Source: an optimization exercise on an open RTL-to-GDS flow (aim: small area, a short achievable clock period and few clock cycles per item). Production flows keep margins and buffers that such runs may drop. The RTL was checked by simulation tests, not by an equivalence proof against the original design. Power figures rest on the tool's default switching activity, not on a simulated workload.

Design pixconv, start of the top module:
module pixconv (
    input  wire        clk,
    input  wire        rst,
    input  wire        cfg_we,
    input  wire [3:0]  cfg_addr,
    input  wire [25:0] cfg_wdata,
    input  wire        in_valid,
    output wire        in_ready,
    input  wire        in_sof,
    input  wire        in_eol,
    input  wire [11:0] in_c0,
    input  wire [11:0] in_c1,
    input  wire [11:0] in_c2,
    output reg         out_valid,
    output reg  [11:0] out_c0,
    output reg  [11:0] out_c1,
    output reg  [11:0] out_c2,
    output wire [31:0] sig
);
Size: ~7,900 cells after synthesis, ~140 I/O pins, ~79,000 um^2 of cells after synthesis.
==> flow/config.mk <==
export PLATFORM = sky130hd
export DESIGN_NAME = pixconv
export DESIGN_NICKNAME = pixconv
export VERILOG_FILES = /design/flow/design.v
export SDC_FILE = /design/flow/constraint.sdc
export NUM_CORES = 4
export LEC_CHECK = 0
export CAP_MARGIN = 50
export CORE_MARGIN = 2
export CORE_UTILIZATION = 40
export CTS_BUF_LIST = sky130_fd_sc_hd__clkbuf_8
export CTS_CLUSTER_SIZE = 20
export PLACE_DENSITY = 0.6
export SLEW_MARGIN = 70
export SYNTH_HIERARCHICAL = 1
export SYNTH_MINIMUM_KEEP_SIZE = 0
==> flow/constraint.sdc <==
create_clock -name core_clock -period 18.0 [get_ports {clk}]
set_input_delay 3.6000 -clock core_clock [delete_from_list [all_inputs] [get_ports {clk}]]
set_output_delay 3.6000 -clock core_clock [all_outputs]
set_load 0.01 [all_outputs]
standard.sh (not shown) runs the stock make flow with config.mk's settings and CLKGATE_MAP_FILE= SYNTH_SCRIPT=/design/flow/synth_recipe.tcl, a recipe that flattens the netlist after the stock synthesis.
==> flow/flow/run.sh <==
#!/bin/bash
# The standard layout (the standard.sh: ORFS synthesis to final layout,
# unchanged), with one change: the port buffers that ORFS's buffer_ports
# inserts on every input and output are sky130_fd_sc_hd__buf_4 instead of
# the slow delay buffer it picks by default.  The make output goes to
# flow_own.log in the work folder; ORFS keeps each step's log under orfs/logs.
set -euo pipefail
W=$(pwd)
cp config.mk config_own.mk
echo 'export BUFFER_PORTS_ARGS = -buffer_cell sky130_fd_sc_hd__buf_4' >> config_own.mk
sed "s#DESIGN_CONFIG=[^ ]*#DESIGN_CONFIG=$W/config_own.mk#" standard.sh > standard_own.sh
grep -q "DESIGN_CONFIG=$W/config_own.mk" standard_own.sh
bash standard_own.sh > flow_own.log 2>&1
The starting point finished with timing, DRC and antenna clean.
Testbench counts at the start, summed over its fixed seeds: cycles 10,155, items 10,123.
Rerun with:
CORE_UTILIZATION = 55   (was 40)
CTS_BUF_LIST = default   (was sky130_fd_sc_hd__clkbuf_8)
CTS_CLUSTER_SIZE = default   (was 20)
PLACE_DENSITY = 0.65   (was 0.6)
Result: Design area drops by 1.3%; clock-buffer cell count went down by 68; synthesized cell count does not change; die area falls by 27%; worst setup slack improved by 0.20 ns; sequential share of layout area is higher by 0.21 points; power went down by 0.59%.

---

Another version of the RTL of pixconv (not shown whole).
Size in the first run: roughly 7900 cells after synthesis, roughly 780 flip-flops, roughly 0.080 mm2 of cells after synthesis.
make LEC_CHECK=0 CAP_MARGIN=40 CORE_MARGIN=2 CORE_UTILIZATION=60 PLACE_DENSITY=0.75 SLEW_MARGIN=50 SYNTH_HIERARCHICAL=1 SYNTH_MINIMUM_KEEP_SIZE=0 finish   # period 18.0 ns
run.sh (not shown) runs the stock make flow with config.mk's settings and CLKGATE_MAP_FILE= SYNTH_SCRIPT=/design/flow/synth_recipe.tcl, a recipe that flattens the netlist after the stock synthesis.
Stock flow here: none of the scripts above is used.
The starting point completed with no timing, DRC or antenna violations.
Testbench counts at the start, summed over its fixed seeds: cycles 10,155, items 10,123.
Then changed:
==> flow/flow/run.sh (new file) <==
#!/bin/bash
# The standard layout (the standard.sh: ORFS synthesis to final layout,
# unchanged), with one change: the port buffers that ORFS's buffer_ports
# inserts on every input and output are sky130_fd_sc_hd__buf_4 instead of
# the slow delay buffer it picks by default.  The make output goes to
# flow_own.log in the work folder; ORFS keeps each step's log under orfs/logs.
set -euo pipefail
W=$(pwd)
cp config.mk config_own.mk
echo 'export BUFFER_PORTS_ARGS = -buffer_cell sky130_fd_sc_hd__buf_4' >> config_own.mk
sed "s#DESIGN_CONFIG=[^ ]*#DESIGN_CONFIG=$W/config_own.mk#" standard.sh > standard_own.sh
grep -q "DESIGN_CONFIG=$W/config_own.mk" standard_own.sh
bash standard_own.sh > flow_own.log 2>&1
==> flow/standard.sh (new file) <==
#!/bin/bash
# synth_recipe.tcl (not shown) runs the flow's synth.tcl, then flattens the netlist and writes it again
# the make line also repeats each setting of config.mk as NAME=value (left out here)
make -C /OpenROAD-flow-scripts/flow DESIGN_CONFIG=/design/flow/config.mk WORK_HOME=/design/flow/orfs CLKGATE_MAP_FILE= SYNTH_SCRIPT=/design/flow/synth_recipe.tcl "${@:-finish}"
--- a/flow/config.mk
+++ b/flow/config.mk
@@ -8 +8 @@
-export CAP_MARGIN = 40
+export CAP_MARGIN = 50
@@ -10,3 +10,3 @@
-export CORE_UTILIZATION = 60
-export PLACE_DENSITY = 0.75
-export SLEW_MARGIN = 50
+export CORE_UTILIZATION = 40
+export PLACE_DENSITY = 0.6
+export SLEW_MARGIN = 70
removed: flow/run.sh
Outcome: Combinational power grows by roughly a tenth; synthesized cell count is unchanged; sequential share of layout area is lower by 0.37 points; sequential cell count stays the same; total power went up by a few percent; clock skew grows by 0.054 ns; sequential power barely changes.

---

v17:
Starting RTL as in the previous note.
Settings: LEC_CHECK=0, CAP_MARGIN=20, CORE_MARGIN=2, CORE_UTILIZATION=40, PLACE_DENSITY=0.6, SLEW_MARGIN=20, SYNTH_HIERARCHICAL=1, SYNTH_MINIMUM_KEEP_SIZE=0; clock period 18.0 ns.
standard.sh (not shown) runs the stock make flow with config.mk's settings and CLKGATE_MAP_FILE= SYNTH_SCRIPT=/design/flow/synth_recipe.tcl, a recipe that flattens the netlist after the stock synthesis.
==> flow/flow/run.sh <==
#!/bin/bash
# The standard layout (the standard.sh: ORFS synthesis to final layout,
# unchanged), with one change: the port buffers that ORFS's buffer_ports
# inserts on every input and output are sky130_fd_sc_hd__buf_4 instead of
# the slow delay buffer it picks by default.  The make output goes to
# flow_own.log in the work folder; ORFS keeps each step's log under orfs/logs.
set -euo pipefail
W=$(pwd)
cp config.mk config_own.mk
echo 'export BUFFER_PORTS_ARGS = -buffer_cell sky130_fd_sc_hd__buf_4' >> config_own.mk
sed "s#DESIGN_CONFIG=[^ ]*#DESIGN_CONFIG=$W/config_own.mk#" standard.sh > standard_own.sh
grep -q "DESIGN_CONFIG=$W/config_own.mk" standard_own.sh
bash standard_own.sh > flow_own.log 2>&1
v17 finished every step from synthesis to the final layout, and the layout passed the timing, DRC and antenna checks.
Testbench counts of v17, summed over its fixed seeds: cycles 10,155, items 10,123.
Inputs modified between v17 and v23:
==> flow/run.sh (new file) <==
#!/bin/bash
# synth_recipe.tcl (not shown) runs the flow's synth.tcl, then flattens the netlist and writes it again
# the make line also repeats each setting of config.mk as NAME=value (left out here)
make -C /OpenROAD-flow-scripts/flow DESIGN_CONFIG=/design/flow/config.mk WORK_HOME=/design/flow/orfs CLKGATE_MAP_FILE= SYNTH_SCRIPT=/design/flow/synth_recipe.tcl finish
==> flow/config.mk <==
export PLATFORM = sky130hd
export DESIGN_NAME = pixconv
export DESIGN_NICKNAME = pixconv
export VERILOG_FILES = /design/flow/design.v
export SDC_FILE = /design/flow/constraint.sdc
export NUM_CORES = 4
export LEC_CHECK = 0
export CAP_MARGIN = 50
export CORE_MARGIN = 2
export CORE_UTILIZATION = 40
export PLACE_DENSITY = 0.6
export SLEW_MARGIN = 70
export SYNTH_HIERARCHICAL = 1
export SYNTH_MINIMUM_KEEP_SIZE = 0
removed: flow/flow/run.sh
removed: flow/standard.sh
- Min clock skew across v17 and v23: v23
- Cmp v17 and v23 / growth of design area from synthesis to finish / lower: v17
- The met1 capacity usage during global routing number comes out higher for v17 vs v23.

==> separate check: timing with driven ports <==
The flow's constraints put no driver on any port. The routed layouts listed below were extracted and timed again, unchanged, in two steps. Step 1, drivers: a clkbuf_16 drives clk and a buf_2 each remaining input, both assumed. Step 2, shift: input delay + t, output delay - t, t = (earliest + latest rising clock arrival at the registers) / 2. This alone moves slack from input paths to output paths. Three values: no drivers, after step 1, after step 2; two values: the first two.
run	shift t [ns]	slack for setup (ns)	worst setup path at the end	cell pins on the clock port's net
the first run of note 1	1.008	12.900 / 12.862 / 12.611	input to register	1
the second run of note 1	0.802	13.104 / 13.104 / 12.724	input to register	1
the first run of note 2	0.804	12.668 / 12.668 / 12.395	input to register	1
the second run of note 2	0.827	12.954 / 12.954 / 12.721	input to register	1
v17	0.831	12.350 / 12.350 / 11.875	input to register	1
v23	0.826	12.791 / 12.698 / 12.631	input to register	1
After both steps every run listed still meets setup and hold. For v17, which loses most, drivers alone change the setup slack by 0.000 ns; drivers and shift together by -0.475 ns.
